What follows belongs to an exercise in optimizing a design on an open flow for small area; a production flow would make more cautious choices. At most, simulation tests tie the RTL to the original design; equivalence was not proved. Power is estimated from default activity; no workload was simulated.

==> flow/design.v <==
module kz_wdog (
    input  wire        clk,
    input  wire        rst_n,         
    input  wire        start,         
    input  wire        tick,          
    input  wire [9:0]  period_ms,     
    input  wire        auto_arm,      
    input  wire        req_valid,
    input  wire [1:0]  req_op,        
    input  wire [15:0] req_data,      
    input  wire [7:0]  req_sess,      
    input  wire [1:0]  req_role,      
    input  wire        req_net,       
    output reg         resp_valid,
    output reg  [1:0]  resp_code,     
    output reg  [1:0]  wd_state,      
    output wire [7:0]  miss_cons,     
    output reg  [31:0] miss_total,    
    output reg  [7:0]  owner,         
    output reg  [1:0]  miss_kind,     
    output reg  [1:0]  miss_evt,      
    output reg         force_evt,     
    output reg         w_to_c_evt     
);
    localparam [1:0] DISARMED = 2'd0, AWAITING = 2'd1, ARMED = 2'd2, FORCED = 2'd3;
    localparam [1:0] K_NONE = 2'd0, K_EARLY = 2'd1, K_LATE = 2'd2, K_WRONG = 2'd3;
    localparam [1:0] OP_ARM = 2'd0, OP_TOKEN = 2'd1, OP_DISARM = 2'd2, OP_CLOSE = 2'd3;
    localparam [1:0] R_OK = 2'd0, R_REFUSED = 2'd1, R_MISS = 2'd2;
    localparam [15:0] MASK = 16'hB400;
    function [15:0] lfsr_next(input [15:0] v);
        lfsr_next = v[0] ? ((v >> 1) ^ MASK) : (v >> 1);
    endfunction
    reg  [1:0]  cons;
    assign miss_cons = {6'd0, cons};
    reg  [9:0]  per;        
    reg  [15:0] last_tok;   
    reg  [7:0]  r;          
    reg  [1:0]  qa;         
    reg  [9:0]  qm;         
    reg         ph;         
    wire restart = !rst_n || start;
    wire armed    = (wd_state == ARMED);
    wire awaiting = (wd_state == AWAITING);
    wire own_none  = (owner == 8'hFF);
    wire own_match = !own_none && (owner == req_sess);
    wire is_service  = req_role[1];
    wire is_operator = (req_role == 2'd1);
    wire may_arm = is_service ||
                   (!req_net && is_operator && (!wd_state[1] || own_none || own_match));
    wire may_disarm = is_service || own_match;
    wire qz = (qm == per);    
    wire do_arm    = req_valid && req_op == OP_ARM && req_data != 16'd0 && may_arm;
    wire do_token  = req_valid && req_op == OP_TOKEN && armed && own_match;
    wire tok_early = !ph && !qz;
    wire tok_ok    = !tok_early && req_data == lfsr_next(last_tok);
    wire do_disarm = req_valid && req_op == OP_DISARM && may_disarm;
    wire do_close  = req_valid && req_op == OP_CLOSE && owner == req_sess;
    wire req_ok    = do_arm || do_disarm || (req_valid && req_op == OP_CLOSE) ||
                     (do_token && tok_ok);
    wire fire      = tick && ph && qz;
    wire late_fire = fire && armed;
    wire dl_fire   = fire && awaiting;
    wire quiet     = !do_arm && !do_token && !do_disarm;    
    wire tok_miss  = !restart && do_token && !tok_ok;
    wire late_miss = !restart && quiet && late_fire;
    wire miss1     = tok_miss || late_miss;
    wire dl_miss   = !restart && quiet && dl_fire;
    wire [32:0] mt_c;
    assign mt_c[0] = miss1;
    assign mt_c[1] = dl_miss || (miss1 && miss_total[0]);
    genvar gi;
    generate
        for (gi = 1; gi < 32; gi = gi + 1) begin : g_mt
            assign mt_c[gi+1] = mt_c[gi] && miss_total[gi];
        end
    endgenerate
    wire        load_per = restart || do_arm;
    wire        t_restart = restart || do_arm || do_token || late_miss;
    wire       r_wrap  = tick && r == 8'd249;
    wire [1:0] qa_last = armed ? (ph ? 2'd2 : 2'd0) : 2'd3;
    wire       qa_wrap = r_wrap && qa == qa_last;
    always @(posedge clk) begin
        if (load_per)
            per <= period_ms;
        if (t_restart) begin
            r  <= {7'd0, tick};
            qa <= 2'd0;
            qm <= 10'd0;
            ph <= 1'b0;
        end else begin
            r  <= r_wrap ? 8'd0 : r + {7'd0, tick};
            qa <= qa_wrap ? 2'd0 : qa + {1'b0, r_wrap};
            if (!ph && qz) begin
                ph <= 1'b1;
                qm <= 10'd0;
            end else begin
                qm <= qm + {9'd0, qa_wrap};
            end
        end
        if (do_arm || (do_token && tok_ok))
            last_tok <= req_data;
        resp_valid <= rst_n && req_valid;
        resp_code  <= R_OK;
        miss_evt   <= 2'd0;
        force_evt  <= 1'b0;
        w_to_c_evt <= 1'b0;
        if (!rst_n)
            miss_total <= 32'd0;
        else
            miss_total <= miss_total ^ mt_c[31:0];
        if (restart) begin
            wd_state  <= auto_arm ? AWAITING : DISARMED;
            cons      <= 2'd0;
            owner     <= 8'hFF;
            miss_kind <= K_NONE;
            if (rst_n && req_valid)
                resp_code <= R_REFUSED;
        end else begin
            if (req_valid)
                resp_code <= req_ok ? R_OK : (do_token ? R_MISS : R_REFUSED);
            if (do_arm) begin
                w_to_c_evt <= 1'b1;
                wd_state   <= ARMED;
                cons       <= 2'd0;
                owner      <= req_sess;
            end else if (do_token) begin
                if (tok_ok) begin
                    cons <= 2'd0;
                end else begin
                    miss_evt  <= 2'd1;
                    miss_kind <= tok_early ? K_EARLY : K_WRONG;
                    cons      <= cons + 2'd1;
                    if (cons != 2'd0) begin
                        wd_state  <= FORCED;
                        force_evt <= 1'b1;
                    end
                end
            end else if (do_disarm) begin
                w_to_c_evt <= 1'b1;
                wd_state   <= DISARMED;
                owner      <= 8'hFF;
            end else begin
                if (do_close)
                    owner <= 8'hFF;
                if (late_fire) begin
                    miss_evt  <= 2'd1;
                    miss_kind <= K_LATE;
                    cons      <= cons + 2'd1;
                    if (cons != 2'd0) begin
                        wd_state  <= FORCED;
                        force_evt <= 1'b1;
                    end
                end else if (dl_fire) begin
                    miss_evt  <= 2'd2;
                    miss_kind <= K_LATE;
                    cons      <= 2'd2;
                    wd_state  <= FORCED;
                    force_evt <= 1'b1;
                end
            end
        end
    end
endmodule
export LEC_CHECK = 0
export CAP_MARGIN = 20
export CORE_MARGIN = 2
export CORE_UTILIZATION = 70
export PLACE_DENSITY = 0.8
export SLEW_MARGIN = 20
create_clock -name core_clock -period 10.0 [get_ports {clk}]
standard.sh (not shown) runs the stock make flow with config.mk's settings and CLKGATE_MAP_FILE= SYNTH_SCRIPT=/design/flow/synth_recipe.tcl, a recipe that flattens the netlist after the stock synthesis.
==> flow/flow/run.sh <==
#!/bin/bash
# Layout flow: the standard flow (standard synthesis unchanged), with the port
# buffers made from the smallest buffer, no dummy clock loads in CTS, synthesis
# buffers removed at floorplan and power (area) recovery after global routing.
set -euo pipefail
cd "$(dirname "$0")/.."
bash standard.sh \
    "BUFFER_PORTS_ARGS=-buffer_cell sky130_fd_sc_hd__buf_1" \
    "CTS_ARGS=-sink_clustering_enable -repair_clock_nets -dont_use_dummy_load" \
    REMOVE_ABC_BUFFERS=1 \
    RECOVER_POWER=100 \
    finish > flow_make.log 2>&1
Next try:
--- a/flow/design.v
+++ b/flow/design.v
@@ -42,7 +42,7 @@
     wire armed    = (wd_state == ARMED);
     wire awaiting = (wd_state == AWAITING);
     wire own_none  = (owner == 8'hFF);
-    wire own_match = !own_none && (owner == req_sess);
+    wire own_match = (owner == req_sess);
     wire is_service  = req_role[1];
     wire is_operator = (req_role == 2'd1);
     wire may_arm = is_service ||
@@ -79,6 +79,18 @@
     wire       r_wrap  = tick && r == 8'd249;
     wire [1:0] qa_last = armed ? (ph ? 2'd2 : 2'd0) : 2'd3;
     wire       qa_wrap = r_wrap && qa == qa_last;
+    wire [8:0]  r_c;
+    wire [10:0] qm_c;
+    assign r_c[0]  = tick;
+    assign qm_c[0] = qa_wrap;
+    generate
+        for (gi = 0; gi < 8; gi = gi + 1) begin : g_r
+            assign r_c[gi+1] = r_c[gi] && r[gi];
+        end
+        for (gi = 0; gi < 10; gi = gi + 1) begin : g_qm
+            assign qm_c[gi+1] = qm_c[gi] && qm[gi];
+        end
+    endgenerate
     always @(posedge clk) begin
         if (load_per)
             per <= period_ms;
@@ -88,13 +100,13 @@
             qm <= 10'd0;
             ph <= 1'b0;
         end else begin
-            r  <= r_wrap ? 8'd0 : r + {7'd0, tick};
+            r  <= r_wrap ? 8'd0 : r ^ r_c[7:0];
             qa <= qa_wrap ? 2'd0 : qa + {1'b0, r_wrap};
             if (!ph && qz) begin
                 ph <= 1'b1;
                 qm <= 10'd0;
             end else begin
-                qm <= qm + {9'd0, qa_wrap};
+                qm <= qm ^ qm_c[9:0];
             end
         end
         if (do_arm || (do_token && tok_ok))
=>
- sequential share of layout area rises by 0.68 points
- flip-flop and latch count does not change
- combinational power falls by roughly a tenth
- non-clock buffer count falls by 1
- total power falls slightly
- cell count falls by a few percent
Function not checked in the first run of this note: the RTL went through the layout flow alone.

-- port drivers added, routing unchanged --
Ports are ideal in the flow. The routed layouts listed here were re-timed in OpenROAD.
Step 1 sets driving cells, clkbuf_16 on the clock port and buf_2 on the other inputs (assumed; they add their load-dependent delay and slew).
Step 2 also shifts input and output timing later by t, the mid clock arrival at the registers, as if the neighbouring blocks saw the same clock.
Slacks: no drivers / after step 1 / after step 2; pairs: no drivers / after step 1.
run	t (ns)	slack for setup (ns)	worst setup path at the end	latest minus earliest clock arrival (ns)	slew at the worst register clock pin (ns)
the first run	0.377	0.437 / 0.446 / 0.070	input to register	0.029 / 0.029	0.10 / 0.10
the second run	0.387	0.540 / 0.546 / 0.160	input to register	0.017 / 0.017	0.09 / 0.09
After both steps setup and hold are still met in every run listed. For the second run, which loses most, drivers alone change the setup slack by +0.006 ns; drivers and shift together by -0.380 ns.
